This is an optimization exercise on Yosys and OpenROAD, whose aim is small area, a short achievable clock period and few clock cycles per item, not a production implementation. Function was checked by simulation only, so behaviour that the tests miss may differ from the original. Power and IR drop assume default switching activity.

old:
Design frer_recovery, start of the top module:
module frer_recovery (
    input  wire        clk,
    input  wire        rst,
    input  wire        cmd_valid,
    output wire        cmd_ready,
    input  wire [1:0]  cmd_op,
    input  wire [2:0]  cmd_stream,
    input  wire [2:0]  cmd_sel,
    input  wire        cmd_has_seq,
    input  wire [15:0] cmd_seq,
    input  wire [31:0] cmd_data,
    output reg         rsp_valid,
    output reg  [31:0] rsp_data
);
    localparam OP_FRAME  = 2'd0;
    localparam OP_READ   = 2'd1;
    localparam OP_CONFIG = 2'd2;
    localparam OP_WRITE  = 2'd3;
    assign cmd_ready = 1'b1;
    integer i;
    reg rst_q;
    always @(posedge clk) rst_q <= rst;
    reg [23:0] cfg         [0:7];    
    reg [15:0] rec_seq     [0:7];
    reg [63:1] hist        [0:7];    
    reg        rst_pending [0:7];
    reg [31:0] last_pass   [0:7];    
    reg        p1_v;
    reg [1:0]  p1_op;
    reg [7:0]  p1_oh;
    reg [7:0]  p1_ohL;      
    reg        p1_samep;    
    reg        p1_fwdp;     
    reg        p1_fwdt;     
    reg [2:0]  p1_sel;
    reg        p1_hs;
    reg [15:0] p1_seq;
    reg [31:0] p1_d;
    reg [23:0] p1_cfg;      
    reg        p1_fwdA;     
    reg [7:0]  p2_oh;
    reg        p2_v;
    reg [1:0]  p2_op;
    reg [31:0] p2_d;
    reg [31:0] p3_d;
    reg [23:0] in_cfg;
    always @(*) begin
        in_cfg = 24'd0;
        for (i = 0; i < 8; i = i + 1)
            in_cfg = in_cfg | (cfg[i] & {24{cmd_stream == i}});
    end
    always @(posedge clk) begin
        p1_v   <= cmd_valid & ~rst;
        p1_op  <= cmd_op;
        p1_oh  <= 8'd1 << cmd_stream;
  ...
Size in the first run: ~9,800 cells after synthesis, ~140,000 sq um of cells after synthesis.
Settings: LEC_CHECK=0, CAP_MARGIN=20, CORE_MARGIN=2, CORE_UTILIZATION=40, CTS_CLUSTER_DIAMETER=100, CTS_CLUSTER_SIZE=20, SLEW_MARGIN=20; clock period 20.0 ns.
run.sh (not shown) runs the stock make flow with config.mk's settings and CLKGATE_MAP_FILE= SYNTH_SCRIPT=/design/flow/synth_recipe.tcl, a recipe that flattens the netlist after the stock synthesis.
Testbench counts of old, summed over its fixed seeds: cycles 24,616, items 24,576.
Here is what was changed in the inputs of new compared with old.
-- flow/design.v --
<<< old, line 139
    wire [71:0] s1_rows = s1_fwd  ? rtrows(p2_d[15:0]) :
                          p1_fwdA ? rtrows(p3_d[15:0]) : rtrows(p1_cfg[15:0]);
    function [14:0] dinfo;    
        input [15:0] seq;
        input [15:0] rsq;
>>> new, line 139
    wire [71:0] s1_rows = s1_fwd  ? rtrows(p2_d[15:0]) :
                          p1_fwdA ? rtrows(p3_d[15:0]) : rtrows(p1_cfg[15:0]);
    function [21:0] dinfo;    
        input [15:0] seq;
        input [15:0] rsq;
<<< old, line 152
            else
                rg = (dl[14:7] != 8'd0) || (dl[6:0] >= hlc);
            dinfo = {rg, !dl[15] && (dl[15:0] != 16'd0),
                     dl[15:1] != 15'd0, dl[5:0], nd[5:0]};
        end
    endfunction
    reg [14:0] p2_di_r, p2_di_f;
    reg        p2_same;
    reg [35:0] p2_v36;
>>> new, line 152
            else
                rg = (dl[14:7] != 8'd0) || (dl[6:0] >= hlc);
            dinfo = {hlc - {1'b0, dl[5:0]}, rg, !dl[15] && (dl[15:0] != 16'd0),
                     dl[15:1] != 15'd0, dl[5:0], nd[5:0]};
        end
    endfunction
    reg [21:0] p2_di_r, p2_di_f;
    reg        p2_same;
    reg [35:0] p2_v36;
<<< old, line 193
    reg         p3_setseq, p3_pass;
    wire        use_f   = p2_same && p3_setseq;
    wire [14:0] di      = use_f ? p2_di_f : p2_di_r;
    function tcmp;
        input [35:0] v;
>>> new, line 193
    reg         p3_setseq, p3_pass;
    wire        use_f   = p2_same && p3_setseq;
    wire [21:0] di      = use_f ? p2_di_f : p2_di_r;
    function tcmp;
        input [35:0] v;
<<< old, line 224
        end
    endfunction
    wire [6:0]  hl_m_d    = hl - {1'b0, dp};
    wire [63:0] hl_mask   = lowk(hl);
    wire [63:0] top_mask  = hl_mask & ~lowk(hl_m_d);
>>> new, line 224
        end
    endfunction
    wire [6:0]  hl_m_d    = di[21:15];    
    wire [63:0] hl_mask   = lowk(hl);
    wire [63:0] top_mask  = hl_mask & ~lowk(hl_m_d);
<<< old, line 316
    reg [2:0]  p4_sel;
    reg [31:0] p4_d;
    reg [19:0] p4_pcg;
    reg [5:0]  p4_inc;
    always @(posedge clk) begin
>>> new, line 316
    reg [2:0]  p4_sel;
    reg [31:0] p4_d;
    reg [11:0] p4_pcg;    
    reg [5:0]  p4_inc;
    always @(posedge clk) begin
<<< old, line 326
        p4_sel  <= p3_sel;
        p4_d    <= p3_d;
        p4_pcg  <= {pcg[3], pcg[2], pcg[1], pcg[0]};
        p4_inc  <= p3_inc;
    end
    wire s4_frame = p4_v && (p4_op == OP_FRAME);
    wire s4_write = p4_v && (p4_op == OP_WRITE);
    wire [6:0] p4_lost = {2'd0, p4_pcg[4:0]} + {2'd0, p4_pcg[9:5]}
                       + {2'd0, p4_pcg[14:10]} + {2'd0, p4_pcg[19:15]};
    wire [6:0] amt [0:5];
    assign amt[0] = {6'd0, p4_inc[5]};
>>> new, line 326
        p4_sel  <= p3_sel;
        p4_d    <= p3_d;
        p4_pcg  <= {{1'b0, pcg[3]} + {1'b0, pcg[2]}, {1'b0, pcg[1]} + {1'b0, pcg[0]}};
        p4_inc  <= p3_inc;
    end
    wire s4_frame = p4_v && (p4_op == OP_FRAME);
    wire s4_write = p4_v && (p4_op == OP_WRITE);
    wire [6:0] p4_lost = {1'b0, p4_pcg[11:6]} + {1'b0, p4_pcg[5:0]};
    wire [6:0] amt [0:5];
    assign amt[0] = {6'd0, p4_inc[5]};
==> comparison <==
- Re final number of hold-violating endpoints: no difference whatsoever between old and new.
- new vs. old: total number of vias did not really move, setup slack has increased.
- After synthesis and placement, the instance count of new is below that of old.
- The area growth from synthesis to layout of new exceeds that of old by 0.20 points.
- Of new and old, it is new that has the lower maximum fanout count along the critical path.
- Comparing new and old, the lower routed wire length was measured on new.
- Looking at net total in the final layout across new and old, the one that comes out higher is old.
- new and old ended up with nearly the same worst hold slack after final layout.
- On core utilization, new and old are basically level.
- Mux cell area share after synthesis down 0.44 points in new wrt old
- Final period utilization in new is 0.99 points below old.
- The termination of the worst setup path comes out rsp_data[13] in one run and gcnt[4].cnt[2][20] in the other, namely in new and old respectively.
- Relative to old, global-route wire length before repair has gone down in new.
Testbench counts of new, summed over its fixed seeds: cycles 24,616, items 24,576.

north:
Starting RTL as in the previous note.
==> flow/config.mk <==
export PLATFORM = sky130hd
export DESIGN_NAME = frer_recovery
export DESIGN_NICKNAME = frer_recovery
export VERILOG_FILES = /design/flow/design.v
export SDC_FILE = /design/flow/constraint.sdc
export NUM_CORES = 4
export LEC_CHECK = 0
export CAP_MARGIN = 20
export CORE_MARGIN = 2
export CORE_UTILIZATION = 40
export CTS_CLUSTER_DIAMETER = 100
export CTS_CLUSTER_SIZE = 20
export SLEW_MARGIN = 20
==> flow/constraint.sdc <==
create_clock -name core_clock -period 20.0 [get_ports {clk}]
set_input_delay 4.0000 -clock core_clock [delete_from_list [all_inputs] [get_ports {clk}]]
set_output_delay 4.0000 -clock core_clock [all_outputs]
set_load 0.01 [all_outputs]
standard.sh (not shown) runs the stock make flow with config.mk's settings and CLKGATE_MAP_FILE= SYNTH_SCRIPT=/design/flow/synth_recipe.tcl, a recipe that flattens the netlist after the stock synthesis.
==> flow/flow/run.sh <==
#!/bin/bash
# Own flow: the standard layout (standard.sh, unchanged synthesis and
# steps), except that the port buffers that global placement inserts on every
# input and output are sky130_fd_sc_hd__buf_4 cells instead of the default
# choice (a clkdlybuf4s50 delay cell). Each tool's output goes to the ORFS
# logs under orfs/logs; make's own output goes to standard.log here.
set -euo pipefail
export BUFFER_PORTS_ARGS="-buffer_cell sky130_fd_sc_hd__buf_4"
bash standard.sh > standard.log 2>&1
Testbench counts of north, summed over its fixed seeds: cycles 24,616, items 24,576.
> inputs changed (north -> south)
diff --git a/flow/design.v b/flow/design.v
--- a/flow/design.v
+++ b/flow/design.v
@@ -132,36 +132,36 @@
         begin
             r0 = {4'd0, n};
             a  = rows[71:36];
             b  = rows[35:0];
             vcalc = ks36(r0 ^ a ^ b, ((r0 & a) | (r0 & b) | (a & b)) << 1, 1'b0);
         end
     endfunction
     wire [71:0] s1_rows = s1_fwd  ? rtrows(p2_d[15:0]) :
                           p1_fwdA ? rtrows(p3_d[15:0]) : rtrows(p1_cfg[15:0]);
-    function [14:0] dinfo;    
+    function [21:0] dinfo;    
         input [15:0] seq;
         input [15:0] rsq;
         input [6:0]  hlc;
         reg   [35:0] dl, nd;
         reg          rg;
         begin
             dl = {20'd0, seq - rsq};
             nd = {20'd0, rsq - seq};
             if (dl[15])
                 rg = (nd[15:7] != 9'd0) || (nd[6:0] >= hlc);
             else
                 rg = (dl[14:7] != 8'd0) || (dl[6:0] >= hlc);
-            dinfo = {rg, !dl[15] && (dl[15:0] != 16'd0),
+            dinfo = {hlc - {1'b0, dl[5:0]}, rg, !dl[15] && (dl[15:0] != 16'd0),
                      dl[15:1] != 15'd0, dl[5:0], nd[5:0]};
         end
     endfunction
-    reg [14:0] p2_di_r, p2_di_f;
+    reg [21:0] p2_di_r, p2_di_f;
     reg        p2_same;
     reg [35:0] p2_v36;
     reg [31:0] p2_lpr;
     always @(posedge clk) begin
         p2_v     <= p1_v & ~rst;
         p2_op    <= p1_op;
         p2_oh    <= p1_oh;
         p2_ohH   <= p1_oh & {8{p1_op == OP_FRAME}};
         p2_sel   <= p1_sel;
@@ -186,19 +186,19 @@
         pend_rd = 1'b0;
         for (i = 0; i < 8; i = i + 1) begin
             H_rd    = H_rd    | (hist[i]        & {63{p2_ohH[i]}});
             rs      = rs      | (rec_seq[i]     & {16{p2_oh[i]}});
             pend_rd = pend_rd | (rst_pending[i] & p2_oh[i]);
         end
     end
     reg         p3_setseq, p3_pass;
     wire        use_f   = p2_same && p3_setseq;
-    wire [14:0] di      = use_f ? p2_di_f : p2_di_r;
+    wire [21:0] di      = use_f ? p2_di_f : p2_di_r;
     function tcmp;
         input [35:0] v;
         input [31:0] n;
         input [31:0] lpv;
         reg          ge, lt;
         begin
             ge   = v[31:0] >= lpv;
             lt   = n < lpv;
             tcmp = (!v[35] && ge) || (lt && (!v[35] || ge));
@@ -217,19 +217,19 @@
     wire        dup       = H[dn];
     function [63:0] lowk;
         input [6:0] k;
         integer j;
         begin
             for (j = 0; j < 64; j = j + 1)
                 lowk[j] = (k > j);
         end
     endfunction
-    wire [6:0]  hl_m_d    = hl - {1'b0, dp};
+    wire [6:0]  hl_m_d    = di[21:15];    
     wire [63:0] hl_mask   = lowk(hl);
     wire [63:0] top_mask  = hl_mask & ~lowk(hl_m_d);
     wire [63:0] hist_adv  = ((H << dp) | 64'd1) & hl_mask;
     wire [63:0] hist_mark = H | (64'd1 << dn);
     reg        f_pass, f_reset, f_disc, f_rogue, f_ooo, f_adv, f_pend;
     reg [63:0] f_hist;
     always @(*) begin
         f_pass  = 1'b0;
         f_reset = 1'b0;
Notes after the runs:
Clock net sink count, south vs north: up slightly
Comparing south and north, combined flip-flop and latch cell area is higher on south.
Summary — number of flip-flops and latches, south relative to north: higher, by 14.
Between south and north, it is south whose post-synth design cell area is lower, by 580 um^2.
Summary of south over north: sequential share of cell area now sits higher; instance count of the mapped netlist saw a decrease; internal power picked up an extra about 0.4%; first-pass GRT wire length -2.6%; post-place setup slack now smaller.
Total power down 0.061 mW in south wrt north
There was hardly any difference in area share of fa/ha/maj cells after synthesis between north and south.
Looking at part of the power in combinational logic, south sits 1.3 points below north.
south vs north — maximum VDD drop climbed by more than a quarter
Testbench counts of south, summed over its fixed seeds: cycles 24,616, items 24,576.

-- afterwards: timing with drivers on the ports --
In the flow no input, the clock included, has a driving cell. The finished layouts below were timed again as built, in two steps. Step 1 sets driving cells, clkbuf_16 on the clock port and buf_2 on the other inputs (assumed; they add their load-dependent delay and slew). Step 2 moves the port delays by t, midway between the first and last clock arrival at a register: inputs arrive t later, outputs are due t later. That takes back most of the time a late clock gives input paths. a / b / c = ideal ports / drivers / drivers and shift; a / b = the first two.
run	t (ns)	slack for setup (ns)	worst setup path at the end	worst register clock-pin slew, ns
old	0.987	13.936 / 13.858 / 13.936	register to register	0.10 / 0.10
new	0.986	14.134 / 14.038 / 13.940	input to register	0.10 / 0.10
north	1.005	13.793 / 13.793 / 13.793	register to register	0.10 / 0.10
south	1.012	13.365 / 13.365 / 13.365	register to register	0.10 / 0.10
After both steps setup and hold are still met in every run listed. The setup slack of new, which loses most, moves by -0.096 ns with the drivers and by -0.194 ns with both steps.
